Source: an optimization exercise on an open RTL-to-GDS flow (aim: small area, a short achievable clock period and few clock cycles per item). Production flows keep margins and buffers that such runs may drop. In this exercise RTL edits were held to simulation tests only and were not proved equivalent to the original.

==> flow/design.v, too long to show whole: its modules and the start of the top module <==
// module intake_corr: 145 lines
// module mul_gain: 681 lines
// module mul_sr: 887 lines
// module mul_flat: 724 lines
// module csa_fa: 4 lines
// module csa_ha: 4 lines
module intake_corr (
    input  wire        clk,
    input  wire        rst,
    input  wire [15:0] cfg_gain_l,
    input  wire [15:0] cfg_gain_s,
    input  wire [15:0] cfg_ratio,
    input  wire [15:0] cfg_satlo,
    input  wire [3:0]  cfg_bw,
    input  wire [3:0]  cfg_os,
    input  wire [3:0]  cfg_gs,
    input  wire        in_valid,
    output wire        in_ready,
    input  wire [15:0] in_long,
    input  wire [15:0] in_short,
    input  wire [15:0] in_dark,
    input  wire [15:0] in_gain,
    output wire        out_valid,
    input  wire        out_ready,
    output wire [15:0] out_pix
);
  // ...
==> flow/run.sh <==
#!/bin/bash
# synth_recipe.tcl (not shown) runs the flow's synth.tcl, then flattens the netlist and writes it again
# the make line also repeats each setting of config.mk as NAME=value (left out here)
make -C /OpenROAD-flow-scripts/flow DESIGN_CONFIG=/design/flow/config.mk WORK_HOME=/design/flow/orfs CLKGATE_MAP_FILE= SYNTH_SCRIPT=/design/flow/synth_recipe.tcl finish
==> flow/config.mk <==
export PLATFORM = sky130hd
export DESIGN_NAME = intake_corr
export DESIGN_NICKNAME = intake_corr
export VERILOG_FILES = /design/flow/design.v
export SDC_FILE = /design/flow/constraint.sdc
export NUM_CORES = 4
export LEC_CHECK = 0
export CAP_MARGIN = 20
export CORE_MARGIN = 2
export CORE_UTILIZATION = 40
export SLEW_MARGIN = 20
export SYNTH_HIERARCHICAL = 1
export SYNTH_MINIMUM_KEEP_SIZE = 0
==> flow/constraint.sdc <==
create_clock -name core_clock -period 22.0 [get_ports {clk}]
set_input_delay 4.4000 -clock core_clock [delete_from_list [all_inputs] [get_ports {clk}]]
set_output_delay 4.4000 -clock core_clock [all_outputs]
set_load 0.01 [all_outputs]
==> results.tsv, run 1 <==
stage	metric	value	unit
run_status	status	complete, no violations	
timing	Final Hold Fails	0	
run	maxcap violations	0	
global_route	Overflow after GRT	0	
placed_design	Post-DP Area	54500	um2
timing	post-layout min period	7740	ps
timing	post-route setup slack	14260	ps
cells_and_area	Layout area overhead	9.04	%
global_route	initial antenna violation count	5	
clock_tree	CTS max path bufs	3	
global_route	first-pass GRT wire length	227	mm
die	core area	128000	um2
die	DIE HEIGHT	363	um
clock_tree	CTS Buf Count	50	
timing	setup TNS	0	ps
routing	top routing layer in use	met5	
cells_and_area	Largest Register	acc	
global_route	met3 usage	0.0327	
cells_and_area	share of cells above drive strength 1	0.0552	
clock_tree	post_cts resized	0	
hold_path	hold path depth	0	
clock_tree	H-tree Lvls	2	
critical_path	slowest CP cell	o41ai_1	
Testbench counts, summed over its fixed seeds: cycles 65,612, items 64,000.
==> run 2, diff against run 1 <==
==> flow/flow/run.sh (new file) <==
#!/bin/bash
# The standard layout (standard.sh: the standard flow's synthesis and ORFS flow, unchanged
# settings), with ORFS's timing repair asked to keep 15 ns of setup slack at
# the design's 22 ns clock, so that it speeds up the slowest paths.
set -eo pipefail
bash standard.sh SETUP_SLACK_MARGIN=15 finish > standard.log 2>&1
==> flow/standard.sh (new file) <==
#!/bin/bash
# synth_recipe.tcl (not shown) runs the flow's synth.tcl, then flattens the netlist and writes it again
# the make line also repeats each setting of config.mk as NAME=value (left out here)
make -C /OpenROAD-flow-scripts/flow DESIGN_CONFIG=/design/flow/config.mk WORK_HOME=/design/flow/orfs CLKGATE_MAP_FILE= SYNTH_SCRIPT=/design/flow/synth_recipe.tcl "${@:-finish}"
removed: flow/run.sh
==> results.tsv, run 2 <==
stage	metric	value	unit	change
clock_tree	Hold-fix buffers, CTS	0		unchanged
cells_and_area	share of cells above drive strength 1	0.111		was 0.0552
yosys	Syn Area/Cell	10.9	um2	unchanged
critical_path	reg-to-reg endpoint	qa[4]		was acc[4]
die	DIE HEIGHT	363	um	unchanged
hold_path	min-delay src	g1[3]		was d0[0]
yosys	cell count after synthesis	4731		unchanged
hold_path	min-delay worst type	register to register		unchanged
placed_design	Final HPWL DP	109	mm	was 110 mm
critical_path	Setup crit start kind	register		unchanged
cells_and_area	Layout area overhead	13.0	%	was 9.04%
yosys	Ys Warns	7		unchanged
cells_and_area	Largest Register	acc		unchanged
timing	setup violators final	0		unchanged
timing	Final Hold Fails	0		unchanged
critical_path	FF-to-FF setup slack	15060	ps	was 14,260 ps
die	row count	131		unchanged
timing	setup TNS	0	ps	unchanged
routing	Pre-antenna DRT Iters	5		was 8
clock_tree	clk latency of the worst-skew pair	680	ps	was 670 ps
cells_and_area	most frequent cells in the layout	1,051 x and2_1, 862 x fa_1, 292 x edfxtp_1, 224 x nand2_1, 221 x ha_1		was 1,069 x and2_1, 881 x fa_1, 292 x edfxtp_1, 246 x ha_1, 229 x nand2_1
routing	WL/cell	22.1	um	was 22.5 um
hold_path	Hold EP	g2[3]		was d1[0]
timing	Slew Limit Fails	0		unchanged
clock_tree	Worst-path clk slew	60	ps	about the same
die	die width	363	um	unchanged
critical_path	Max stage delay on crit path	600	ps	was 850 ps
timing	RSZ-0062 raised after global routing	true		was false
global_route	number of global-route vias before repair	38900		was 38,400
critical_path	most frequent CP cell	fa_1		
run_status	status	complete, no violations		unchanged
routing	Total Wirelength	145	mm	was 144 mm
critical_path	Max FO, Critical Path	8		was 36
cells_and_area	Largest register FFs	34		unchanged
clock_tree	CTS tree	yes		unchanged
placed_design	GPL Wtd Cong	0.928		was 0.914
clock_tree	Clock Tree Root	clkbuf_16		unchanged
clock_tree	total clock sinks	395		unchanged
run	maxcap violations	0		unchanged
global_route	Overflow after GRT	0		unchanged
critical_path	delay-heaviest family, CP	adder cells		was compound AO/OA/AOI/OAI gates
timing	Slew @ Worst Pin	1130	ps	was 1090 ps
die	initial core utilization	0.404		unchanged
clock_tree	H-tree Lvls	2		unchanged
critical_path	crit path DAT	7320	ps	was 8170 ps
placed_design	IO buf count	161		unchanged
clock_tree	CTS Buf Count	50		unchanged
critical_path	slowest CP cell	fa_1		was o41ai_1
timing	hold slack	415	ps	was 414 ps
timing	fmax	0.144	GHz	was 0.129 GHz
cells_and_area	Regs by FF count	acc: 34 flops, ma: 18 flops		unchanged
critical_path	Critical Path, Cell by Cell	and2_4 > fa_1 > fa_2 > fa_2 > fa_1 > fa_1 > fa_1 > ha_4 > a21oi_4 > o21ai_1 > nor3_2 > a21oi_4 > xor2_2 > mux2i_1 > mux2i_1 > mux2i_1 > nand4b_1 > nor2_1 > a41oi_1 > nor3_2 > buf_4 > nand2_1 > mux2_2		was ha_1 > o21ai_0 > a21oi_1 > o41ai_1 > a311oi_1 > a211o_1 > nand4bb_1 > a22o_1 > nor4_4 > buf_4 > nand2_2 > o31ai_1 > fa_1 > ha_1 > nand2_1 > nor2_1 > nand3_1 > nor4_1 > nor4_1 > xnor2_1 > mux2i_1 > o21ai_0
cells_and_area	Final nets	6135		was 5,994
routing	via/cell ratio	5.54		was 5.56
timing	final worst-path cycle share	0.316		was 0.352
global_route	initial antenna violation count	6		was 5
die	die area	132000	um2	unchanged
global_route	first-pass GRT wire length	229	mm	was 227 mm
critical_path	r2r worst-path depth	23		was 22
yosys	Synth Cell Area	51600	um2	unchanged
critical_path	WP depth	23		was 22
die	Ports	162		unchanged
critical_path	Worst Path Buf+Inv	1		unchanged
routing	DRC	0		unchanged
routing	via count	36400		was 35,700
global_route	largest net degree at the start of global routing	76		was 140
hold_path	hold path depth	0		unchanged
routing	Antenna Nets Post-Route	0		unchanged
timing	Slew headroom	0.248		was 0.271
critical_path	Worst Path Required	22380	ps	was 22,430 ps
clock_tree	CTS max path bufs	3		unchanged
global_route	GRT Total Usage	0.223		was 0.222
critical_path	Crit. End Element	register		unchanged
routing	DRT iter0 DRCs	2199		was 2,250
die	core area	128000	um2	unchanged
timing	worst clock skew	62.4	ps	was 61.9 ps
timing	post-layout min period	6940	ps	was 7740 ps
critical_path	Setup CP Type	register to register		unchanged
cells_and_area	commonest non-fill, non-tap cell in the layout	and2_1		unchanged
critical_path	R2R Path Start	u3[2]		was l1[2]
==> run 2: how the worst max path moves through the flow <==
| stage | end | startpoint | slack [ps] |
|---|---|---|---|
| CTS | qa[4] | g3[12] | 15010 |
| global route | qa[10] | u3[2] | 14780 |
| detailed placement | acc[30] | l1[0] | 14230 |
| finish | qa[4] | u3[2] | 15060 |
| floorplan | qa[10] | g3[14] | 15000 |
| global placement | acc[4] | l1[0] | 14280 |
==> run 2: layer usage <==
metal  wire length, um  vias up  global-route usage
li1                  -    16400                   -
met1             63100    18800               0.304
met2             70600     1019               0.371
met3              7420      230              0.0276
met4              4190        6              0.0678
met5                35        -                   0
==> run 2: stage by stage <==
| stage | setup WS (ps) | area (um2) | std cells | utilization |
|---|---|---|---|---|
| floorplan | 15000 | 51600 | 4732 | - |
| global placement | 14280 | 54500 | 6333 | 0.427 |
| detailed placement | 14230 | 54500 | 6333 | 0.427 |
| CTS | 15010 | 56800 | 6480 | 0.445 |
| global route | 14780 | 58300 | 6566 | 0.456 |
| finish | 15060 | 58300 | 6568 | 0.456 |
==> run 2: layout make-up <==
cell class              count  area, um2
well taps                1662       2080
multi-input cells        4003      40300
flip-flops and latches    395      10900
clock buffers              58       1290
clock inverters            34        345
fillers                 11800      69400
diodes                      2       5.00
inverters                  82        324
repair buffers            330       3050
repair inverters            2       10.0
==> run 2: timing repair <==
item	4_1_cts	5_1_grt
cloned	4	1
setup buffers	51	85
endpoints found under the setup margin	84	96
gates resized for setup	44	180
hold endpoints to repair	0	0
pin swaps	6	69
==> module intake_corr, before the edit <==
module intake_corr (
    input  wire        clk,
    input  wire        rst,
    input  wire [15:0] cfg_gain_l,
    input  wire [15:0] cfg_gain_s,
    input  wire [15:0] cfg_ratio,
    input  wire [15:0] cfg_satlo,
    input  wire [3:0]  cfg_bw,
    input  wire [3:0]  cfg_os,
    input  wire [3:0]  cfg_gs,
    input  wire        in_valid,
    output wire        in_ready,
    input  wire [15:0] in_long,
    input  wire [15:0] in_short,
    input  wire [15:0] in_dark,
    input  wire [15:0] in_gain,
    output wire        out_valid,
    input  wire        out_ready,
    output wire [15:0] out_pix
);
    reg [15:0] c_gl, c_gs, c_satlo;
    reg [3:0]  c_bw, c_os, c_gsh;
    always @(posedge clk) begin
        c_gl    <= cfg_gain_l;
        c_gs    <= cfg_gain_s;
        c_satlo <= cfg_satlo;
        c_bw    <= cfg_bw;
        c_os    <= cfg_os;
        c_gsh   <= cfg_gs;
    end
    wire [8:0]  osh     = 9'd1 << c_os;                         
    wire [15:0] c_r7    = {osh, 7'd0};                          
    wire [15:0] c_r7m   = c_r7 - 16'd1;
    wire [27:0] c_r19   = {osh, 19'd0} | 28'd2048;              
    wire [7:0]  c_rl    = osh[8:1];                             
    reg  [14:0] c_rflat;                                        
    wire [15:0] gsh     = 16'd1 << c_gsh;
    always @(posedge clk) c_rflat <= gsh[15:1];                 
    wire [15:0] himask  = 16'hFFFF << c_bw;                     
    wire [3:0]  c_wsh   = 4'd12 - c_bw;
    reg        en;                  
    reg        v0, v1, v2, v3;      
    reg        va, vb;              
    reg        bl2;                 
    reg  [1:0] bs;                  
    wire       bl1;
    wire       push = en && v3;
    wire       pop  = va && out_ready;
    wire       nva  = (!va || pop) ? (vb || push) : 1'b1;
    wire       nvb  = (!va || pop) ? 1'b0 : (vb || push);
    wire       bwork = v2 && bl2 && (bs != 2'd2);
    wire [1:0] nbs  = en ? 2'd0 : (bwork ? bs + 2'd1 : bs);
    wire       nv2  = en ? v1 : v2;
    wire       nbl  = en ? bl1 : bl2;
    wire       nstall = nv2 && nbl && (nbs != 2'd2);
    always @(posedge clk) begin
        if (rst) begin
            {v0, v1, v2, v3} <= 4'd0;
            va <= 1'b0;
            vb <= 1'b0;
            en <= 1'b1;
            bs <= 2'd0;
        end else begin
            if (en) begin
                v0 <= in_valid; v1 <= v0; v2 <= v1; v3 <= v2;
            end
            va <= nva;
            vb <= nvb;
            bs <= nbs;
            en <= !(nva && nvb) && !nstall;
        end
    end
    assign in_ready  = en;
    assign out_valid = va;
    reg [15:0] l0, s0, d0, g0;
    always @(posedge clk) if (en) begin
        l0 <= in_long; s0 <= in_short; d0 <= in_dark; g0 <= in_gain;
    end
    wire [31:0] pl, ps;
    mul_gain u_gl (.a(l0), .b(c_gl), .p(pl));     
    mul_gain u_gs (.a(s0), .b(c_gs), .p(ps));
    wire [15:0] gl = (|pl[31:28]) ? 16'hFFFF : pl[27:12];
    wire [15:0] gs = (|ps[31:28]) ? 16'hFFFF : ps[27:12];
    reg  [15:0] l1, s1, d1, g1;
    always @(posedge clk) if (en) begin
        l1 <= gl; s1 <= gs; d1 <= d0; g1 <= g0;
    end
    reg  [33:0] acc;                
    reg  [15:0] l2, d2, g2;
    reg  [11:0] w2;
    reg         lo2, ss2;
    reg  [17:0] ma;                 
    reg  [15:0] mb;
    wire [16:0] wl  = {1'b0, l1} - {1'b0, c_satlo};
    wire        lt  = wl[16];                           
    wire        ge  = !lt && (|(wl[15:0] & himask));    
    wire        ss  = s1 >= c_satlo;
    wire [11:0] wd  = wl[11:0] << c_wsh;                
    assign      bl1 = v1 && !lt && !ge && !ss;
    wire        st1 = v2 && bl2 && (bs == 2'd0);
    wire        st2 = v2 && bl2 && (bs == 2'd1);
    wire [33:0] mc = st2 ? {14'd0, l2, 4'd0} : st1 ? {6'd0, c_r19} :
                     bl1 ? {10'h3FF, ~l1, 8'hFF} : {18'd0, c_r7m};
    wire [15:0] md = st2 ? acc[15:0] : st1 ? 16'd0 : 16'd1;
    wire [33:0] mp;
    mul_sr u_sr (.a(ma), .b(mb), .c(mc), .d(md), .p(mp));
    always @(posedge clk) begin
        if (en) begin
            acc <= mp;
            l2 <= l1; w2 <= wd; lo2 <= lt; ss2 <= ss; bl2 <= bl1; d2 <= d1; g2 <= g1;
        end else if (bwork) begin
            if (bs == 2'd0) acc[15:0] <= mp[31:16];         
            else            acc <= {mp[29:0], 4'd0};        
        end
    end
    always @(posedge clk) begin
        if (en) begin
            ma <= bl1 ? {2'b00, mp[15:0]} : {2'b00, gs};
            mb <= bl1 ? {4'd0, wd} : cfg_ratio;
        end else if (st1) begin
            ma <= acc[33:16];
        end else begin
            ma <= {2'b00, s1};
            mb <= cfg_ratio;
        end
    end
    wire [16:0] lr  = {1'b0, l2} + {9'd0, c_rl};
    wire [24:0] xs  = lo2 ? {8'd0, lr >> c_os} : (acc[32:8] >> c_os);
    wire [15:0] xm  = (ss2 || (|xs[24:16])) ? 16'hFFFF : xs[15:0];
    wire [15:0] sub = (xm > d2) ? (xm - d2) : 16'd0;
    reg  [15:0] u3, g3;
    always @(posedge clk) if (en) begin
        u3 <= sub; g3 <= g2;
    end
    wire [31:0] fp;
    mul_flat u_fl (.a(u3), .b(g3), .c(c_rflat), .p(fp));
    wire [31:0] fr  = fp >> c_gsh;
    wire [15:0] fo  = (|fr[31:16]) ? 16'hFFFF : fr[15:0];
    reg  [15:0] qa, qb;
    always @(posedge clk) begin
        if (!va || pop) qa <= vb ? qb : fo;
        if (en) qb <= fo;
    end
    assign out_pix = qa;
endmodule
==> run 3, diff against run 2 <==
--- a/flow/design.v
+++ b/flow/design.v
@@ -21,3 +21,9 @@
     reg [15:0] c_gl, c_gs, c_satlo;
-    reg [3:0]  c_bw, c_os, c_gsh;
+    reg [3:0]  c_os, c_gsh, c_wsh;
+    reg [8:0]  c_osh;      
+    reg [8:0]  c_osm;      
+    reg [8:0]  c_osk;      
+    reg [14:0] c_rflat;    
+    reg [15:0] c_gsk;      
+    reg [15:0] himask;     
     always @(posedge clk) begin
@@ -26,16 +32,15 @@
         c_satlo <= cfg_satlo;
-        c_bw    <= cfg_bw;
         c_os    <= cfg_os;
         c_gsh   <= cfg_gs;
+        c_wsh   <= 4'd12 - cfg_bw;
+        c_osh   <= 9'd1 << cfg_os;
+        c_osm   <= ~(9'h1FF << cfg_os);
+        c_osk   <= 9'h1FF << cfg_os;
+        c_rflat <= {15'd0, 1'b0} | ((16'd1 << cfg_gs) >> 1);
+        c_gsk   <= 16'hFFFF << cfg_gs;
+        himask  <= 16'hFFFF << cfg_bw;
     end
-    wire [8:0]  osh     = 9'd1 << c_os;                         
-    wire [15:0] c_r7    = {osh, 7'd0};                          
-    wire [15:0] c_r7m   = c_r7 - 16'd1;
-    wire [27:0] c_r19   = {osh, 19'd0} | 28'd2048;              
-    wire [7:0]  c_rl    = osh[8:1];                             
-    reg  [14:0] c_rflat;                                        
-    wire [15:0] gsh     = 16'd1 << c_gsh;
-    always @(posedge clk) c_rflat <= gsh[15:1];                 
-    wire [15:0] himask  = 16'hFFFF << c_bw;                     
-    wire [3:0]  c_wsh   = 4'd12 - c_bw;
+    wire [15:0] c_r7m = {c_osm, 7'h7F};                    
+    wire [27:0] c_r19 = {c_osh, 19'd0} | 28'd2048;         
+    wire [7:0]  c_rl  = c_osh[8:1];                        
     reg        en;                  
@@ -128,3 +133,4 @@
     wire [24:0] xs  = lo2 ? {8'd0, lr >> c_os} : (acc[32:8] >> c_os);
-    wire [15:0] xm  = (ss2 || (|xs[24:16])) ? 16'hFFFF : xs[15:0];
+    wire        xo  = !lo2 && (|(acc[32:24] & c_osk));
+    wire [15:0] xm  = (ss2 || xo) ? 16'hFFFF : xs[15:0];
     wire [15:0] sub = (xm > d2) ? (xm - d2) : 16'd0;
@@ -137,9 +143,18 @@
     wire [31:0] fr  = fp >> c_gsh;
-    wire [15:0] fo  = (|fr[31:16]) ? 16'hFFFF : fr[15:0];
-    reg  [15:0] qa, qb;
+    wire        fo_sat = |(fp[31:16] & c_gsk);
+    wire [15:0] fo  = fo_sat ? 16'hFFFF : fr[15:0];
+    reg  [15:0] q0, q1;
+    reg         wp, rp;
     always @(posedge clk) begin
-        if (!va || pop) qa <= vb ? qb : fo;
-        if (en) qb <= fo;
+        if (rst) begin
+            wp <= 1'b0;
+            rp <= 1'b0;
+        end else begin
+            if (push) wp <= !wp;
+            if (pop)  rp <= !rp;
+        end
+        if (push && !wp) q0 <= fo;
+        if (push &&  wp) q1 <= fo;
     end
-    assign out_pix = qa;
+    assign out_pix = rp ? q1 : q0;
 endmodule
@@ -2445 +2460,5 @@
 endmodule
+module csa_nha (input wire a, input wire b, output wire s, output wire co);
+    assign s  = ~(a ^ b);
+    assign co = a | b;
+endmodule
==> results.tsv, run 3 <==
stage	metric	value	unit	change
critical_path	slowest CP cell	dfxtp_1		was fa_1
routing	via/cell ratio	5.56		was 5.54
yosys	cell count after synthesis	4853		was 4,731
global_route	GRT Total Usage	0.227		was 0.223
global_route	Overflow after GRT	0		unchanged
routing	DRC	0		unchanged
clock_tree	Clock Tree Root	clkbuf_16		unchanged
timing	Slew headroom	0.314		was 0.248
clock_tree	CTS Buf Count	56		was 50
timing	Slew @ Worst Pin	1030	ps	was 1130 ps
clock_tree	CTS tree	yes		unchanged
routing	via count	37400		was 36,400
die	die width	368	um	was 363 um
global_route	initial antenna violation count	10		was 6
cells_and_area	fill count	12200		was 11,800
run	maxcap violations	0		unchanged
timing	Final Hold Fails	0		unchanged
timing	Slew Limit Fails	0		unchanged
die	core area	131000	um2	was 128,000 um2
placed_design	GPL Wtd Cong	0.940		was 0.928
clock_tree	CTS max path bufs	3		unchanged
yosys	Synth Cell Area	52900	um2	was 51,600 um2
critical_path	Critical Path, Cell by Cell	mux2_2 > clkdlybuf4s50_1		was and2_4 > fa_1 > fa_2 > fa_2 > fa_1 > fa_1 > fa_1 > ha_4 > a21oi_4 > o21ai_1 > nor3_2 > a21oi_4 > xor2_2 > mux2i_1 > mux2i_1 > mux2i_1 > nand4b_1 > nor2_1 > a41oi_1 > nor3_2 > buf_4 > nand2_1 > mux2_2
die	Ports	162		unchanged
timing	fmax	0.147	GHz	was 0.144 GHz
clock_tree	Worst-path clk slew	60	ps	about the same
critical_path	Max FO, Critical Path	17		was 8
placed_design	IO buf count	161		unchanged
clock_tree	total clock sinks	452		was 395
routing	WL/cell	22.7	um	was 22.1 um
critical_path	delay-heaviest family, CP	flip-flops		was adder cells
hold_path	min-delay worst type	register to register		unchanged
timing	RSZ-0062 raised after global routing	false		was true
die	row count	133		was 131
placed_design	Final HPWL DP	116	mm	was 109 mm
cells_and_area	Largest Register	acc		unchanged
cells_and_area	Layout area overhead	11.4	%	was 13.0%
critical_path	worst setup path startpoint	rp		was u3[2]
cells_and_area	commonest non-fill, non-tap cell in the layout	and2_1		unchanged
critical_path	Max stage delay on crit path	840	ps	was 600 ps
cells_and_area	Regs by FF count	acc: 34 flops, ma: 18 flops		unchanged
global_route	number of global-route vias before repair	39600		was 38,900
timing	setup violators final	0		unchanged
run_status	status	complete, no violations		unchanged
clock_tree	H-tree Lvls	2		unchanged
routing	Total Wirelength	153	mm	was 145 mm
hold_path	min-delay src	g2[4]		was g1[3]
die	DIE HEIGHT	368	um	was 363 um
cells_and_area	share of cells above drive strength 1	0.0871		was 0.111
yosys	Syn Area/Cell	10.9	um2	about the same
critical_path	Setup crit start kind	register		unchanged
cells_and_area	Largest register FFs	34		unchanged
yosys	Ys Warns	7		unchanged
critical_path	Crit. End Element	output port		was register
cells_and_area	Register Area	12000	um2	was 10,900 um2
routing	Pre-antenna DRT Iters	6		was 5
timing	post-layout min period	6820	ps	was 6940 ps
die	die area	135000	um2	was 132,000 um2
cells_and_area	most frequent cells in the layout	1,067 x and2_1, 881 x fa_1, 292 x edfxtp_1, 270 x nand2_1, 237 x ha_1		was 1,051 x and2_1, 862 x fa_1, 292 x edfxtp_1, 224 x nand2_1, 221 x ha_1
placed_design	DP Worst Slack	14640	ps	was 14,230 ps
critical_path	crit path DAT	2420	ps	was 7320 ps
critical_path	R2R Path Start	g3[12]		was u3[2]
cells_and_area	Final nets	6206		was 6,135
global_route	largest net degree at the start of global routing	85		was 76
timing	worst clock skew	82.5	ps	was 62.4 ps
timing	final worst-path cycle share	0.310		was 0.316
cells_and_area	area occupied by multi-input gates	39900	um2	was 40,300 um2
timing	post-route setup slack	15180	ps	was 15,060 ps
clock_tree	clk latency of the worst-skew pair	710	ps	was 680 ps
routing	DRT iter0 DRCs	2855		was 2,199
critical_path	Worst Path Required	17600	ps	was 22,380 ps
critical_path	Setup CP Type	register to output port		was register to register
routing	Antenna Nets Post-Route	0		unchanged
timing	setup TNS	0	ps	unchanged
die	initial core utilization	0.403		was 0.404
global_route	first-pass GRT wire length	238	mm	was 229 mm
critical_path	Worst Path Buf+Inv	1		unchanged
-- run 3: metrics by stage --
stage	cell area, um2	hold WS [ps]	instances	utilization
4_1_cts	57900	412	6651	0.441
6_report	58900	412	6740	0.449
3_3_place_gp	55900	402	6543	0.426
5_1_grt	58900	421	6739	0.449
3_5_place_dp	55900	405	6543	0.426
2_1_floorplan	52900	400	4854	-
-- run 3: worst paths after layout --
| check | endpoint | slack (ps) | cells past startpoint |
|---|---|---|---|
| min reg2reg | g3[4] | 410 | 0 |
| min | g3[4] | 410 | 0 |
| max reg2reg | q1[13] | 15190 | 19 |
| max | out_pix[14] | 15180 | 2 |
-- run 3: metal layers --
layer  part of all wire  vias up  wire, um  GRT usage
li1                   -    16800         -          -
met1               0.42    19300     64900      0.304
met2               0.49     1150     74900      0.380
met3              0.054      274      8190     0.0314
met4              0.032        4      4940     0.0726
met5            0.00020        -        31          0
-- run 3: layout make-up --
cell class,instances,area share
antenna,2,0.0000849
clock buffer,71,0.0256
clock inverter,34,0.00616
inverter,88,0.00561
multi-input combinational,4058,0.677
sequential,452,0.204
tap,1755,0.0373
timing repair buffer,280,0.0444
-- run 3: what timing repair did --
action,CTS,global route
hold buffers,0,0
setup endpoints to repair,77,112
resized for setup,18,62
gates cloned,0,0
pin swaps,2,6
setup buffers,3,86
Testbench counts of run 3, summed over its fixed seeds: cycles 65,612, items 64,000.
==> run 4, diff against run 3 <==
==> flow/flow/run.sh (replaced) <==
#!/bin/bash
# The standard layout (standard.sh: the standard flow's synthesis and ORFS flow, unchanged
# settings), with ORFS's timing repair asked to keep 16 ns of setup slack at
# the design's 22 ns clock, so that it speeds up the slowest paths.
set -eo pipefail
bash standard.sh SETUP_SLACK_MARGIN=16 finish > standard.log 2>&1
==> results.tsv, run 4 <==
stage	metric	value	unit	change
run_status	status	complete, no violations		unchanged
global_route	number of global-route vias before repair	40900		was 39,600
global_route	first-pass GRT wire length	244	mm	was 238 mm
routing	Total Wirelength	158	mm	was 153 mm
timing	post-layout min period	6500	ps	was 6820 ps
cells_and_area	commonest non-fill, non-tap cell in the layout	and2_1		unchanged
timing	setup violators final	0		unchanged
cells_and_area	Layout area overhead	20.3	%	was 11.4%
die	die area	135000	um2	unchanged
clock_tree	Worst-path clk slew	60	ps	about the same
routing	wl on met1	66.2	mm	was 64.9 mm
hold_path	min-delay worst type	register to register		unchanged
routing	met3 routed WL	8.54	mm	was 8.19 mm
routing	Pre-antenna DRT Iters	6		unchanged
routing	Antenna Nets Post-Route	0		unchanged
die	die width	368	um	unchanged
routing	WL/cell	22.7	um	about the same
cells_and_area	Largest register FFs	34		unchanged
critical_path	Crit. End Element	register		was output port
cells_and_area	Final Instance Count excl. Fillers	6958		was 6,740
global_route	Overflow after GRT	0		unchanged
critical_path	Max FO, Critical Path	8		was 17
routing	met2 WL	78.2	mm	was 74.9 mm
critical_path	reg-to-reg endpoint	acc[32]		was q1[13]
timing	RSZ-0062 raised after global routing	true		was false
clock_tree	CTS tree	yes		unchanged
die	Ports	162		unchanged
critical_path	Setup crit start kind	register		unchanged
run	maxcap violations	0		unchanged
clock_tree	CTS Buf Count	56		unchanged
critical_path	r2r worst-path depth	19		unchanged
cells_and_area	share of cells above drive strength 1	0.209		was 0.0871
routing	DRT iter0 DRCs	2893		was 2,855
placed_design	Final HPWL DP	115	mm	was 116 mm
global_route	initial antenna violation count	6		was 10
clock_tree	H-tree Lvls	2		unchanged
cells_and_area	Largest Register	acc		unchanged
timing	Slew headroom	0.307		was 0.314
critical_path	crit path DAT	6940	ps	was 2420 ps
clock_tree	CTS max path bufs	3		unchanged
global_route	largest net degree at the start of global routing	193		was 85
clock_tree	total clock sinks	452		unchanged
timing	fmax	0.154	GHz	was 0.147 GHz
timing	post-route setup slack	15500	ps	was 15,180 ps
yosys	Syn Area/Cell	10.9	um2	unchanged
hold_path	hold path depth	0		unchanged
timing	Final Hold Fails	0		unchanged
timing	final worst-path cycle share	0.296		was 0.310
placed_design	GPL Wtd Cong	0.926		was 0.940
placed_design	placed cells	6539		was 6,543
routing	via/cell ratio	5.54		was 5.56
yosys	Ys Warns	7		unchanged
cells_and_area	post-route cell area	63600	um2	was 58,900 um2
cells_and_area	Final nets	6420		was 6,206
critical_path	Worst Path Required	22440	ps	was 17,600 ps
hold_path	Hold EP	g2[0]		was g3[4]
routing	via count	38600		was 37,400
yosys	cell count after synthesis	4853		unchanged
timing	Slew @ Worst Pin	1040	ps	was 1030 ps
die	row count	133		unchanged
placed_design	Post-DP Area	56100	um2	was 55,900 um2
placed_design	DP Worst Slack	14460	ps	was 14,640 ps
clock_tree	Clock Tree Root	clkbuf_16		unchanged
hold_path	min-delay src	g1[0]		was g2[4]
cells_and_area	most frequent cells in the layout	1,035 x and2_1, 783 x fa_1, 292 x edfxtp_1, 263 x buf_4, 245 x nand2_1		was 1,067 x and2_1, 881 x fa_1, 292 x edfxtp_1, 270 x nand2_1, 237 x ha_1
die	DIE HEIGHT	368	um	unchanged
die	core area	131000	um2	unchanged
routing	DRC	0		unchanged
yosys	Synth Cell Area	52900	um2	unchanged
critical_path	Setup CP Type	register to register		was register to output port
timing	setup TNS	0	ps	unchanged
critical_path	R2R Path Start	mb[13]		was g3[12]
placed_design	IO buf count	161		unchanged
cells_and_area	Regs by FF count	acc: 34 flops, ma: 18 flops		unchanged
cells_and_area	fill count	11800		was 12,200
die	initial core utilization	0.403		unchanged
critical_path	FF-to-FF setup slack	15500	ps	was 15,190 ps
routing	top routing layer in use	met4		was met5
timing	worst clock skew	47.5	ps	was 82.5 ps
timing	Slew Limit Fails	0		unchanged
clock_tree	clk latency of the worst-skew pair	680	ps	was 710 ps
global_route	GRT Total Usage	0.233		was 0.227
==> run 4: metrics by stage <==
stage / hold slack, ps / util
2_1_floorplan: 400 / -
3_3_place_gp: 404 / 0.427
3_5_place_dp: 405 / 0.427
4_1_cts: 417 / 0.471
5_1_grt: 417 / 0.485
6_report: 416 / 0.485
==> run 4: worst max-delay path, stage by stage (launching register included) <==
cell and delay [ps]:
edfxtp_1 550, and2_4 220, fa_1 510, fa_2 610, fa_1 430, fa_2 360, fa_2 540, fa_2 470
fa_1 480, ha_4 280, a21oi_2 110, nor2_1 60, a211oi_2 260, nor3b_1 70, or3_1 400, a41oi_4 260
a21boi_4 110, a21oi_2 160, o31ai_1 90, mux2_2 270
==> run 4: worst max path at each step <==
stage	startpoint	slack [ps]	endpoint
2_1_floorplan	mb[15]	15850	acc[32]
3_3_place_gp	l1[0]	14430	acc[31]
3_5_place_dp	l1[0]	14460	acc[11]
4_1_cts	mb[14]	15580	acc[32]
5_1_grt	l1[5]	15340	acc[32]
6_report	mb[13]	15500	acc[32]
==> run 4: final cells by class <==
type	count	area, um2	area share
Timing Repair Buffer	492	4620	0.0726
Antenna cell	5	12.5	0.000197
Clock buffer	74	1570	0.0247
Inverter	88	330	0.00519
Tap cell	1755	2200	0.0345
Sequential cell	452	12100	0.190
Multi-Input combinational cell	4060	42500	0.667
Clock inverter	32	370	0.00582
==> run 4: timing repair <==
item | 4_1_cts | 5_1_grt
pin swaps | 180 | 153
gates resized for setup | 517 | 277
buffers inserted | 225 | 76
hold buffers | 0 | 0
cloned | 4 | 3
endpoints found under the setup margin | 148 | 146
==> run 4: metal layers <==
layer  vias to the layer above  track usage
met2                      1181        0.394
met5                         -            0
met3                       260       0.0292
met1                     19900        0.310
li1                      17200            -
met4                         0       0.0748
==> run 5, diff against run 4 <==
--- a/flow/design.v
+++ b/flow/design.v
@@ -21,9 +21,5 @@
     reg [15:0] c_gl, c_gs, c_satlo;
-    reg [3:0]  c_os, c_gsh, c_wsh;
-    reg [8:0]  c_osh;      
-    reg [8:0]  c_osm;      
-    reg [8:0]  c_osk;      
+    reg [3:0]  c_bw, c_os, c_gsh;
+    reg [7:0]  c_rl;       
     reg [14:0] c_rflat;    
-    reg [15:0] c_gsk;      
-    reg [15:0] himask;     
     always @(posedge clk) begin
@@ -32,15 +28,15 @@
         c_satlo <= cfg_satlo;
+        c_bw    <= cfg_bw;
         c_os    <= cfg_os;
         c_gsh   <= cfg_gs;
-        c_wsh   <= 4'd12 - cfg_bw;
-        c_osh   <= 9'd1 << cfg_os;
-        c_osm   <= ~(9'h1FF << cfg_os);
-        c_osk   <= 9'h1FF << cfg_os;
-        c_rflat <= {15'd0, 1'b0} | ((16'd1 << cfg_gs) >> 1);
-        c_gsk   <= 16'hFFFF << cfg_gs;
-        himask  <= 16'hFFFF << cfg_bw;
+        c_rl    <= (9'd1 << cfg_os) >> 1;
+        c_rflat <= (16'd1 << cfg_gs) >> 1;
     end
-    wire [15:0] c_r7m = {c_osm, 7'h7F};                    
-    wire [27:0] c_r19 = {c_osh, 19'd0} | 28'd2048;         
-    wire [7:0]  c_rl  = c_osh[8:1];                        
+    wire [8:0]  c_osh  = 9'd1 << c_os;                     
+    wire [8:0]  c_osk  = 9'h1FF << c_os;                   
+    wire [15:0] c_gsk  = 16'hFFFF << c_gsh;                
+    wire [15:0] himask = 16'hFFFF << c_bw;                 
+    wire [3:0]  c_wsh  = 4'd12 - c_bw;
+    wire [15:0] c_r7m  = {~c_osk, 7'h7F};                  
+    wire [27:0] c_r19  = {c_osh, 19'd0} | 28'd2048;        
     reg        en;                  
==> flow/flow/run.sh (replaced) <==
#!/bin/bash
# The standard layout (standard.sh: the standard flow's synthesis and ORFS flow, unchanged
# settings), with ORFS's timing repair asked to keep 15 ns of setup slack at
# the design's 22 ns clock, so that it speeds up the slowest paths.
set -eo pipefail
bash standard.sh SETUP_SLACK_MARGIN=15 finish > standard.log 2>&1
==> results.tsv, run 5 <==
stage	metric	value	unit	change
yosys	Synth Cell Area	51800	um2	was 52,900 um2
critical_path	delay-heaviest family, CP	flip-flops		was adder cells
die	DIE HEIGHT	364	um	was 368 um
global_route	number of global-route vias before repair	39300		was 40,900
clock_tree	Worst-path clk slew	80	ps	was 60 ps
clock_tree	Clock Tree Root	clkbuf_16		unchanged
critical_path	Critical Path, Cell by Cell	mux2_2 > clkdlybuf4s50_1		was and2_4 > fa_1 > fa_2 > fa_1 > fa_2 > fa_2 > fa_2 > fa_1 > ha_4 > a21oi_2 > nor2_1 > a211oi_2 > nor3b_1 > or3_1 > a41oi_4 > a21boi_4 > a21oi_2 > o31ai_1 > mux2_2
cells_and_area	Largest Register	acc		unchanged
cells_and_area	Regs by FF count	acc: 34 flops, ma: 18 flops		unchanged
global_route	first-pass GRT wire length	231	mm	was 244 mm
routing	via count	37000		was 38,600
timing	Slew @ Worst Pin	1090	ps	was 1040 ps
timing	Final Hold Fails	0		unchanged
global_route	initial antenna violation count	9		was 6
cells_and_area	Layout area overhead	10.7	%	was 20.3%
routing	via/cell ratio	5.54		about the same
cells_and_area	most frequent cells in the layout	1,064 x and2_1, 881 x fa_1, 299 x nand2_1, 292 x edfxtp_1, 241 x ha_1		was 1,035 x and2_1, 783 x fa_1, 292 x edfxtp_1, 263 x buf_4, 245 x nand2_1
routing	WL/cell	22.0	um	was 22.7 um
global_route	GRT Total Usage	0.224		was 0.233
timing	Slew headroom	0.271		was 0.307
cells_and_area	share of cells above drive strength 1	0.0761		was 0.209
cells_and_area	commonest non-fill, non-tap cell in the layout	and2_1		unchanged
cells_and_area	Final nets	6158		was 6,420
placed_design	IO buf count	161		unchanged
critical_path	Setup CP Type	register to output port		was register to register
cells_and_area	Layout Utilization	0.444		was 0.485
critical_path	crit path DAT	2390	ps	was 6940 ps
die	Ports	162		unchanged
critical_path	Worst Path Required	17600	ps	was 22,440 ps
clock_tree	H-tree Lvls	2		unchanged
clock_tree	clk latency of the worst-skew pair	640	ps	was 680 ps
placed_design	GPL Wtd Cong	0.941		was 0.926
yosys	Syn Area/Cell	10.7	um2	was 10.9 um2
routing	DRT iter0 DRCs	2514		was 2,893
clock_tree	total clock sinks	405		was 452
yosys	Ys Warns	7		unchanged
die	die area	132000	um2	was 135,000 um2
hold_path	min-delay worst type	register to register		unchanged
clock_tree	CTS max path bufs	3		unchanged
die	core area	129000	um2	was 131,000 um2
routing	DRC	0		unchanged
critical_path	Crit. End Element	output port		was register
timing	post-route setup slack	15210	ps	was 15,500 ps
die	die width	364	um	was 368 um
timing	setup violators final	0		unchanged
timing	worst clock skew	38.6	ps	was 47.5 ps
cells_and_area	Register Area	11100	um2	was 12,100 um2
run	maxcap violations	0		unchanged
cells_and_area	fill count	12200		was 11,800
routing	Pre-antenna DRT Iters	5		was 6
critical_path	Max FO, Critical Path	17		was 8
timing	fmax	0.147	GHz	was 0.154 GHz
placed_design	DP Worst Slack	14810	ps	was 14,460 ps
cells_and_area	Largest register FFs	34		unchanged
die	initial core utilization	0.401		was 0.403
critical_path	Setup crit start kind	register		unchanged
global_route	Overflow after GRT	0		unchanged
timing	Slew Limit Fails	0		unchanged
die	row count	132		was 133
clock_tree	CTS Buf Count	48		was 56
global_route	largest net degree at the start of global routing	169		was 193
timing	final worst-path cycle share	0.309		was 0.296
critical_path	Worst Path Buf+Inv	1		was 0
placed_design	Final HPWL DP	110	mm	was 115 mm
routing	Antenna Nets Post-Route	0		unchanged
timing	setup TNS	0	ps	unchanged
cells_and_area	area occupied by multi-input gates	39600	um2	was 42,500 um2
clock_tree	CTS tree	yes		unchanged
yosys	cell count after synthesis	4822		was 4,853
timing	post-layout min period	6790	ps	was 6500 ps
critical_path	Max stage delay on crit path	830	ps	was 610 ps
critical_path	slowest CP cell	dfxtp_1		was fa_2
run_status	status	complete, no violations		unchanged
timing	RSZ-0062 raised after global routing	true		unchanged
routing	Total Wirelength	147	mm	was 158 mm
-- run 5: changes by cell type in the layout (fill, tap and decap cells not counted), sizes merged, moves of 18 or more --
cell	before	now
nand2	271	299
o21ai	164	190
a21oi	184	216
dfxtp	160	113
clkdlybuf4s50	143	161
buf	343	110
mux2i	65	88
-- run 5: path summary, 6_finish.rpt --
| kind | slack, ps | startpoint | endpoint | cells past startpoint |
|---|---|---|---|---|
| min | 420 | g1[2] | g2[2] | 0 |
| max reg2reg | 15230 | l1[0] | acc[4] | 28 |
| max | 15210 | rp | out_pix[14] | 2 |
| min reg2reg | 420 | g1[2] | g2[2] | 0 |
-- run 5: layout make-up --
type / count / area share
multi-input cells: 4080 / 0.691
repair buffers: 273 / 0.0444
clock inverters: 26 / 0.00395
well taps: 1742 / 0.0380
flip-flops and latches: 405 / 0.193
diodes: 5 / 0.000218
clock buffers: 62 / 0.0243
inverters: 80 / 0.00524
-- run 5: repair_timing --
item,4_1_cts,5_1_grt
cloned,0,2
pin swaps,0,3
endpoints found under the hold margin,0,0
gates resized for setup,3,47
setup buffers,7,77
endpoints found under the setup margin,19,90
hold buffers,0,0
-- run 5: metrics by stage --
stage	hold WS [ps]	std cells	area [um2]
floorplan	400	4823	51800
global route	424	6668	57300
global placement	404	6494	54800
finish	417	6673	57300
CTS	418	6589	56400
detailed placement	405	6494	54800
-- run 5: per-layer routing --
metal | share of wire | global-route usage | up-vias
li1 | - | - | 16600
met1 | 0.43 | 0.299 | 19000
met2 | 0.48 | 0.375 | 1133
met3 | 0.055 | 0.0327 | 237
met4 | 0.033 | 0.0715 | 6
met5 | 0.00022 | 0 | -
Testbench counts of run 5, summed over its fixed seeds: cycles 65,612, items 64,000.
==> run 6, diff against run 5 <==
--- a/flow/config.mk
+++ b/flow/config.mk
@@ -9,3 +9,3 @@
 export CORE_MARGIN = 2
-export CORE_UTILIZATION = 40
+export CORE_UTILIZATION = 55
 export SLEW_MARGIN = 20
==> results.tsv, run 6 <==
stage	metric	value	unit	change
hold_path	min-delay worst type	register to register		unchanged
cells_and_area	Regs by FF count	acc: 34 flops, ma: 18 flops		unchanged
die	Ports	162		unchanged
cells_and_area	Final nets	6169		was 6,158
global_route	number of global-route vias before repair	38600		was 39,300
die	row count	112		was 132
critical_path	FF-to-FF setup slack	15230	ps	about the same
routing	DRC	0		unchanged
clock_tree	CTS Buf Count	50		was 48
clock_tree	H-tree Lvls	2		unchanged
global_route	GRT Total Usage	0.301		was 0.224
critical_path	R2R Path Start	u3[2]		was l1[0]
cells_and_area	Layout area overhead	9.60	%	was 10.7%
routing	Total Wirelength	144	mm	was 147 mm
critical_path	Crit. End Element	register		was output port
cells_and_area	Largest register FFs	34		unchanged
die	die area	96600	um2	was 132,000 um2
die	die width	311	um	was 364 um
timing	final worst-path cycle share	0.308		was 0.309
global_route	largest net degree at the start of global routing	72		was 169
clock_tree	total clock sinks	405		unchanged
clock_tree	Hold-fix buffers, CTS	0		unchanged
routing	WL/cell	23.3	um	was 22.0 um
critical_path	Max FO, Critical Path	16		was 17
cells_and_area	most frequent cells in the layout	1,064 x and2_1, 881 x fa_1, 299 x nand2_1, 292 x edfxtp_1, 242 x ha_1		was 1,064 x and2_1, 881 x fa_1, 299 x nand2_1, 292 x edfxtp_1, 241 x ha_1
placed_design	IO buf count	161		unchanged
cells_and_area	share of cells above drive strength 1	0.0765		was 0.0761
critical_path	Worst Path Required	22360	ps	was 17,600 ps
clock_tree	CTS tree	yes		unchanged
routing	DRT iter0 DRCs	2913		was 2,514
critical_path	Setup crit start kind	register		unchanged
critical_path	worst setup path startpoint	u3[2]		was rp
routing	via/cell ratio	5.99		was 5.54
critical_path	Setup CP Type	register to register		was register to output port
cells_and_area	Largest Register	acc		unchanged
timing	Slew Limit Fails	0		unchanged
yosys	Ys Warns	7		unchanged
die	DIE HEIGHT	311	um	was 364 um
critical_path	Critical Path Sink	q1[15]		was out_pix[14]
timing	Slew headroom	0.327		was 0.271
die	core area	93300	um2	was 129,000 um2
hold_path	hold path depth	0		unchanged
critical_path	crit path DAT	7130	ps	was 2390 ps
timing	worst clock skew	30.4	ps	was 38.6 ps
yosys	Synth Cell Area	51800	um2	unchanged
routing	Antenna Nets Post-Route	0		unchanged
timing	Slew @ Worst Pin	1010	ps	was 1090 ps
clock_tree	clk latency of the worst-skew pair	660	ps	was 640 ps
timing	setup TNS	0	ps	unchanged
clock_tree	Worst-path clk slew	60	ps	was 80 ps
die	initial core utilization	0.555		was 0.401
cells_and_area	area occupied by multi-input gates	39600	um2	about the same
cells_and_area	fill count	7949		was 12,200
placed_design	GPL Wtd Cong	0.936		was 0.941
timing	setup violators final	0		unchanged
global_route	Overflow after GRT	0		unchanged
timing	post-layout min period	6770	ps	was 6790 ps
clock_tree	Clock Tree Root	clkbuf_16		unchanged
cells_and_area	commonest non-fill, non-tap cell in the layout	and2_1		unchanged
global_route	initial antenna violation count	7		was 9
yosys	cell count after synthesis	4822		unchanged
cells_and_area	Register Area	11100	um2	about the same
routing	via count	37100		was 37,000
timing	RSZ-0062 raised after global routing	false		was true
timing	Final Hold Fails	0		unchanged
critical_path	reg-to-reg endpoint	q1[15]		was acc[4]
run_status	status	complete, no violations		unchanged
yosys	Syn Area/Cell	10.7	um2	unchanged
global_route	first-pass GRT wire length	227	mm	was 231 mm
clock_tree	CTS max path bufs	3		unchanged
placed_design	Post-DP Area	54200	um2	was 54,800 um2
critical_path	r2r worst-path depth	21		was 28
run	maxcap violations	0		unchanged
placed_design	Final HPWL DP	109	mm	was 110 mm
cells_and_area	post-route cell area	56700	um2	was 57,300 um2
routing	Pre-antenna DRT Iters	8		was 5
timing	fmax	0.148	GHz	was 0.147 GHz
run 6: final cells by class:
cell class / count / share of cell area
Antenna cell: 1 / 0.0000441
Sequential cell: 405 / 0.195
Clock buffer: 66 / 0.0244
Timing Repair Buffer: 282 / 0.0459
Tap cell: 1254 / 0.0276
Inverter: 80 / 0.00529
Clock inverter: 28 / 0.00478
Multi-Input combinational cell: 4080 / 0.697
run 6: how the worst min path moves through the flow:
stage	from	endpoint	slack, ps
after floorplan	d0[0]	d1[0]	400
after global placement	g1[5]	g2[5]	400
after detailed placement	d0[7]	d1[7]	400
after CTS	d1[7]	d2[7]	410
after global routing	g2[5]	g3[5]	420
final	d1[4]	d2[4]	410
run 6: critical path: stages (launching register included):
cell and delay (ps):
edfxtp_1 520, buf_4 190, and2_1 140, fa_1 460, fa_1 580, fa_1 460, fa_1 410, fa_1 490
fa_1 510, ha_2 330, a211oi_2 260, o31ai_1 170, nand3_1 110, o21ai_0 90, a2111oi_1 420, a311oi_1 190
maj3_1 410, o22ai_1 130, nand4_1 110, a21oi_1 140, buf_4 220, o2111ai_1 140
run 6: metrics by stage:
step                utilization  hold WS (ps)  setup WS (ps)  instances
floorplan                     -           400          15480       4823
global placement          0.581           401          15080       6011
detailed placement        0.581           405          14990       6011
CTS                       0.599           415          15010       6108
global route              0.608           424          14930       6196
finish                    0.608           413          15230       6196
run 6: routing by layer:
metal	track usage	wire length (um)	vias up
li1	-	-	16600
met3	0.0415	9100	207
met2	0.488	67900	1288
met5	0	40	-
met4	0.0764	3640	6
met1	0.429	63500	19100
run 6: what timing repair did:
action                                  CTS  global route
setup buffers                             2            86
pin swaps                                 1             6
gates cloned                              1             1
endpoints found under the setup margin   14            75
resized for setup                         5            37
hold endpoints to repair                  0             0
==> run 7, diff against run 6 <==
==> flow/flow/run.sh (replaced) <==
#!/bin/bash
# The standard layout (standard.sh: the standard flow's synthesis and ORFS flow, unchanged
# settings), with ORFS's timing repair asked to keep 14 ns of setup slack at
# the design's 22 ns clock, so that it speeds up the slowest paths.
set -eo pipefail
bash standard.sh SETUP_SLACK_MARGIN=14 finish > standard.log 2>&1
==> results.tsv, run 7 <==
stage	metric	value	unit	change
global_route	Overflow after GRT	0		unchanged
yosys	Syn Area/Cell	10.7	um2	unchanged
hold_path	min-delay src	d0[3]		was d1[4]
routing	WL/cell	23.5	um	was 23.3 um
cells_and_area	Largest register FFs	34		unchanged
die	DIE HEIGHT	311	um	unchanged
timing	Slew headroom	0.307		was 0.327
timing	worst clock skew	31.9	ps	was 30.4 ps
cells_and_area	Largest Register	acc		unchanged
timing	Slew @ Worst Pin	1040	ps	was 1010 ps
hold_path	hold path depth	0		unchanged
global_route	number of global-route vias before repair	38500		was 38,600
placed_design	Final HPWL DP	109	mm	about the same
timing	setup violators final	0		unchanged
routing	DRC	0		unchanged
routing	Antenna Nets Post-Route	0		unchanged
placed_design	IO buf count	161		unchanged
clock_tree	Worst-path clk slew	70	ps	was 60 ps
clock_tree	clk latency of the worst-skew pair	660	ps	about the same
hold_path	min-delay worst type	register to register		unchanged
cells_and_area	most frequent cells in the layout	1,064 x and2_1, 881 x fa_1, 299 x nand2_1, 292 x edfxtp_1, 245 x ha_1		was 1,064 x and2_1, 881 x fa_1, 299 x nand2_1, 292 x edfxtp_1, 242 x ha_1
cells_and_area	post-route cell area	55800	um2	was 56,700 um2
clock_tree	H-tree Lvls	2		unchanged
global_route	initial antenna violation count	5		was 7
timing	Slew Limit Fails	0		unchanged
die	Ports	162		unchanged
critical_path	Setup CP Type	register to register		unchanged
critical_path	R2R Path Start	l1[0]		was u3[2]
cells_and_area	area occupied by multi-input gates	39400	um2	was 39,600 um2
placed_design	GPL Wtd Cong	0.941		was 0.936
clock_tree	Setup Buffers After CTS	0		was 2
die	core area	93300	um2	unchanged
clock_tree	CTS Buf Count	49		was 50
run_status	status	complete, no violations		unchanged
clock_tree	Clock Tree Root	clkbuf_16		unchanged
die	die width	311	um	unchanged
cells_and_area	Layout area overhead	7.70	%	was 9.60%
hold_path	Hold EP	d1[3]		was d2[4]
yosys	Synth Cell Area	51800	um2	unchanged
routing	Pre-antenna DRT Iters	8		unchanged
cells_and_area	share of cells above drive strength 1	0.0526		was 0.0765
critical_path	Setup crit start kind	register		unchanged
cells_and_area	Register Area	11000	um2	was 11,100 um2
critical_path	reg-to-reg endpoint	acc[11]		was q1[15]
yosys	cell count after synthesis	4822		unchanged
critical_path	worst setup path startpoint	l1[0]		was u3[2]
timing	final worst-path cycle share	0.329		was 0.308
timing	RSZ-0062 raised after global routing	false		unchanged
critical_path	r2r worst-path depth	25		was 21
clock_tree	Hold-fix buffers, CTS	0		unchanged
clock_tree	CTS max path bufs	3		unchanged
clock_tree	post_cts resized	0		was 5
critical_path	crit path DAT	7710	ps	was 7130 ps
critical_path	FF-to-FF setup slack	14760	ps	was 15,230 ps
global_route	first-pass GRT wire length	226	mm	was 227 mm
global_route	GRT Total Usage	0.302		was 0.301
timing	post-layout min period	7240	ps	was 6770 ps
timing	setup TNS	0	ps	unchanged
cells_and_area	Regs by FF count	acc: 34 flops, ma: 18 flops		unchanged
timing	Final Hold Fails	0		unchanged
routing	Total Wirelength	143	mm	was 144 mm
critical_path	Crit. End Element	register		unchanged
run	maxcap violations	0		unchanged
routing	DRT iter0 DRCs	2836		was 2,913
die	die area	96600	um2	unchanged
routing	via/cell ratio	5.98		was 5.99
clock_tree	CTS tree	yes		unchanged
critical_path	Worst Path Required	22470	ps	was 22,360 ps
routing	via count	36500		was 37,100
critical_path	Max FO, Critical Path	38		was 16
die	row count	112		unchanged
die	initial core utilization	0.555		unchanged
timing	fmax	0.138	GHz	was 0.148 GHz
cells_and_area	fill count	7945		was 7,949
yosys	Ys Warns	7		unchanged
global_route	largest net degree at the start of global routing	79		was 72
cells_and_area	commonest non-fill, non-tap cell in the layout	and2_1		unchanged
placed_design	Post-DP Area	54200	um2	unchanged
cells_and_area	Final nets	6078		was 6,169
clock_tree	total clock sinks	405		unchanged
-- run 7: worst max path at each step --
stage / endpoint / slack, ps
5_1_grt: acc[13] / 14300
3_3_place_gp: acc[31] / 14980
4_1_cts: acc[27] / 14910
6_report: acc[11] / 14760
3_5_place_dp: acc[27] / 14940
2_1_floorplan: in_ready / 14810
-- run 7: cell type report --
class,instances,share of cell area
Sequential cell,405,0.198
Timing Repair Buffer,194,0.0333
Tap cell,1254,0.0281
Antenna cell,4,0.000180
Clock buffer,61,0.0235
Multi-Input combinational cell,4078,0.707
Inverter,80,0.00539
Clock inverter,28,0.00464
-- run 7: metrics by stage --
stage / utilization / instances / setup WS [ps] / hold WS (ps)
after floorplan: - / 4823 / 14810 / 400
after global placement: 0.581 / 6011 / 14980 / 401
after detailed placement: 0.581 / 6011 / 14940 / 405
after CTS: 0.597 / 6100 / 14910 / 409
after global routing: 0.597 / 6101 / 14300 / 420
final: 0.597 / 6104 / 14760 / 410
-- run 7: worst max-delay path: stages, from the launching register on --
cell       delay [ps]
edfxtp_1          480
inv_1             160
ha_1              190
inv_1              50
fa_1              390
a21o_1            210
a21oi_1           260
xor2_1            240
nor2_1             60
a2111oi_0         430
o22ai_1           150
or4_4             730
nand2b_1          330
o31ai_1           480
fa_1              510
ha_1              380
o21ai_0           260
a21oi_1            70
nor3b_1           190
a21oi_1           110
nand2b_1          160
a31oi_1           420
o21ai_0           200
xor2_1            280
mux2i_1           120
o21ai_0           190
-- run 7: metal layers --
metal / wire (um) / GRT usage
met1: 61400 / 0.424
met4: 3820 / 0.0826
met5: 24 / 0
met3: 10900 / 0.0545
met2: 67100 / 0.484
==> run 8, diff against run 7 <==
==> flow/flow/run.sh (replaced) <==
#!/bin/bash
# The standard layout (standard.sh: the standard flow's synthesis and ORFS flow, unchanged
# settings), with ORFS's timing repair asked to keep 15.5 ns of setup slack at
# the design's 22 ns clock, so that it speeds up the slowest paths.
set -eo pipefail
bash standard.sh SETUP_SLACK_MARGIN=15.5 finish > standard.log 2>&1
==> results.tsv, run 8 <==
stage	metric	value	unit	change
run_status	status	complete, no violations		unchanged
critical_path	Max stage delay on crit path	610	ps	was 730 ps
hold_path	min-delay worst type	register to register		unchanged
clock_tree	H-tree Lvls	2		unchanged
die	die width	311	um	unchanged
critical_path	delay-heaviest family, CP	adder cells		was compound AO/OA/AOI/OAI gates
clock_tree	total clock sinks	405		unchanged
timing	Slew @ Worst Pin	1010	ps	was 1040 ps
routing	via count	38000		was 36,500
critical_path	Worst Path Required	22400	ps	was 22,470 ps
critical_path	R2R Path Start	mb[12]		was l1[0]
timing	Slew Limit Fails	0		unchanged
clock_tree	Worst-path clk slew	60	ps	was 70 ps
routing	DRT iter0 DRCs	2913		was 2,836
yosys	Ys Warns	7		unchanged
routing	via/cell ratio	6.03		was 5.98
routing	DRC	0		unchanged
placed_design	Final HPWL DP	109	mm	about the same
global_route	first-pass GRT wire length	233	mm	was 226 mm
timing	RSZ-0062 raised after global routing	true		was false
run	maxcap violations	0		unchanged
routing	Total Wirelength	150	mm	was 143 mm
critical_path	Setup CP Type	register to register		unchanged
timing	fmax	0.154	GHz	was 0.138 GHz
critical_path	reg-to-reg endpoint	acc[32]		was acc[11]
cells_and_area	Largest register FFs	34		unchanged
cells_and_area	most frequent cells in the layout	1,038 x and2_1, 826 x fa_1, 292 x edfxtp_1, 280 x nand2_1, 199 x ha_1		was 1,064 x and2_1, 881 x fa_1, 299 x nand2_1, 292 x edfxtp_1, 245 x ha_1
routing	WL/cell	23.8	um	was 23.5 um
cells_and_area	fill count	7659		was 7,945
routing	Antenna Nets Post-Route	0		unchanged
critical_path	most frequent CP cell	fa_1		
global_route	GRT Total Usage	0.311		was 0.302
die	initial core utilization	0.555		unchanged
cells_and_area	Final nets	6269		was 6,078
cells_and_area	Regs by FF count	acc: 34 flops, ma: 18 flops		unchanged
cells_and_area	commonest non-fill, non-tap cell in the layout	and2_1		unchanged
die	DIE HEIGHT	311	um	unchanged
timing	final worst-path cycle share	0.294		was 0.329
cells_and_area	Register Area	11100	um2	was 11,000 um2
critical_path	Worst Path Buf+Inv	2		unchanged
hold_path	hold path depth	0		unchanged
hold_path	Hold EP	g1[0]		was d1[3]
global_route	Overflow after GRT	0		unchanged
cells_and_area	area occupied by multi-input gates	40900	um2	was 39,400 um2
die	Ports	162		unchanged
clock_tree	Hold-fix buffers, CTS	0		unchanged
yosys	Syn Area/Cell	10.7	um2	unchanged
cells_and_area	share of cells above drive strength 1	0.143		was 0.0526
clock_tree	Clock Tree Root	clkbuf_16		unchanged
critical_path	Critical Path, Cell by Cell	buf_6 > buf_6 > and2_4 > fa_1 > fa_1 > fa_2 > fa_1 > fa_1 > fa_2 > fa_1 > ha_4 > nand2_4 > nor2_2 > a211oi_4 > nor3b_1 > or3_1 > a41oi_2 > a21boi_2 > a21oi_1 > o31ai_1 > mux2_4		
cells_and_area	Layout area overhead	13.9	%	was 7.70%
critical_path	crit path DAT	6880	ps	was 7710 ps
die	die area	96600	um2	unchanged
timing	setup violators final	0		unchanged
timing	post-layout min period	6470	ps	was 7240 ps
hold_path	min-delay src	g0[0]		was d0[3]
global_route	largest net degree at the start of global routing	77		was 79
placed_design	GPL Wtd Cong	0.918		was 0.941
critical_path	Setup crit start kind	register		unchanged
critical_path	Max FO, Critical Path	6		was 38
critical_path	r2r worst-path depth	21		was 25
critical_path	Crit. End Element	register		unchanged
critical_path	FF-to-FF setup slack	15530	ps	was 14,760 ps
yosys	cell count after synthesis	4822		unchanged
clock_tree	CTS max path bufs	3		unchanged
clock_tree	CTS tree	yes		unchanged
timing	Slew headroom	0.326		was 0.307
timing	worst clock skew	36.3	ps	was 31.9 ps
timing	Final Hold Fails	0		unchanged
critical_path	slowest CP cell	fa_1		was or4_4
clock_tree	CTS Buf Count	51		was 49
routing	Pre-antenna DRT Iters	6		was 8
global_route	number of global-route vias before repair	39400		was 38,500
die	core area	93300	um2	unchanged
die	row count	112		unchanged
cells_and_area	Largest Register	acc		unchanged
clock_tree	clk latency of the worst-skew pair	680	ps	was 660 ps
placed_design	IO buf count	161		unchanged
timing	setup TNS	0	ps	unchanged
global_route	initial antenna violation count	10		was 5
yosys	Synth Cell Area	51800	um2	unchanged
run 8: cell types whose count changed in the layout (fill, tap and decap cells not counted), moves of 22 or more:
cell	delta
o21ai_0	-25
ha_2	+22
fa_1	-55
buf_4	+161
and2_4	+25
ha_1	-46
and2_1	-26
ha_4	+24
fa_2	+55
run 8: worst max-delay path by stage:
stage,from,cells past startpoint,end
CTS,g3[12],21,q1[10]
floorplan,s0[3],21,ma[0]
global route,mb[12],21,acc[32]
global placement,l1[0],24,acc[11]
finish,mb[12],21,acc[32]
detailed placement,l1[0],24,acc[27]
run 8: metal layers:
metal	wire length, um	GRT usage	vias to the layer above	part of all wire
met5	40	0	-	0.00027
met4	4230	0.0904	8	0.028
met3	10700	0.0508	263	0.071
met2	70500	0.497	1456	0.47
met1	64800	0.442	19400	0.43
li1	-	-	16800	-
run 8: repair_timing:
| item | 4_1_cts | 5_1_grt |
|---|---|---|
| setup endpoints to repair | 129 | 124 |
| buffers inserted | 121 | 60 |
| gates cloned | 4 | 3 |
| gates resized for setup | 102 | 320 |
| hold endpoints to repair | 0 | 0 |
| pin swaps | 29 | 121 |
run 8: cell type report:
cell class	count	share of cell area
Sequential cell	405	0.188
Clock buffer	68	0.0238
Inverter	80	0.00509
Clock inverter	28	0.00424
Timing Repair Buffer	380	0.0581
Multi-Input combinational cell	4081	0.694
Tap cell	1254	0.0266
Antenna cell	4	0.000170
run 8: metrics by stage:
stage               instance area [um2]  hold WS, ps  instances  utilization  worst slack [ps]
floorplan                         51800          400       4823            -             15510
global placement                  54200          401       6012        0.581             14990
detailed placement                54200          405       6012        0.581             14940
CTS                               57200          394       6233        0.612             15470
global route                      59000          411       6296        0.632             15350
finish                            59000          399       6300        0.632             15530

## separate check: timing with driven ports
No port has a modelled driver above. Below, the same layouts with a new extraction and two added sets of constraints.
Step 1 (the two cells are an assumption about what drives the block):
set clk [get_ports {clk}]
set_driving_cell -lib_cell sky130_fd_sc_hd__clkbuf_16 $clk
set_driving_cell -lib_cell sky130_fd_sc_hd__buf_2 [delete_from_list [all_inputs] $clk]
Step 2 also shifts input and output timing later by t, the mid clock arrival at the registers, as if the neighbouring blocks saw the same clock.
Slacks: ideal ports / drivers / drivers and shift; pairs: ideal ports / drivers.
| run | t, ns | setup WS [ns] | slew at the worst register clock pin (ns) | worst data-port slew with drivers (ns) |
|---|---|---|---|---|
| run 1 | 0.715 | 14.262 / 14.262 / 14.262 | 0.07 / 0.07 | 0.15 |
| run 2 | 0.719 | 15.057 / 15.057 / 15.057 | 0.07 / 0.07 | 0.09 |
| run 3 | 0.736 | 15.180 / 15.103 / 15.188 | 0.07 / 0.07 | 0.08 |
| run 4 | 0.741 | 15.499 / 15.499 / 15.499 | 0.07 / 0.07 | 0.10 |
| run 5 | 0.693 | 15.210 / 15.137 / 15.228 | 0.08 / 0.08 | 0.13 |
| run 6 | 0.714 | 15.231 / 15.170 / 15.231 | 0.07 / 0.07 | 0.12 |
| run 7 | 0.712 | 14.755 / 14.755 / 14.755 | 0.07 / 0.07 | 0.10 |
| run 8 | 0.730 | 15.527 / 15.499 / 15.527 | 0.07 / 0.07 | 0.12 |
After both steps setup and hold are still met in every run listed.
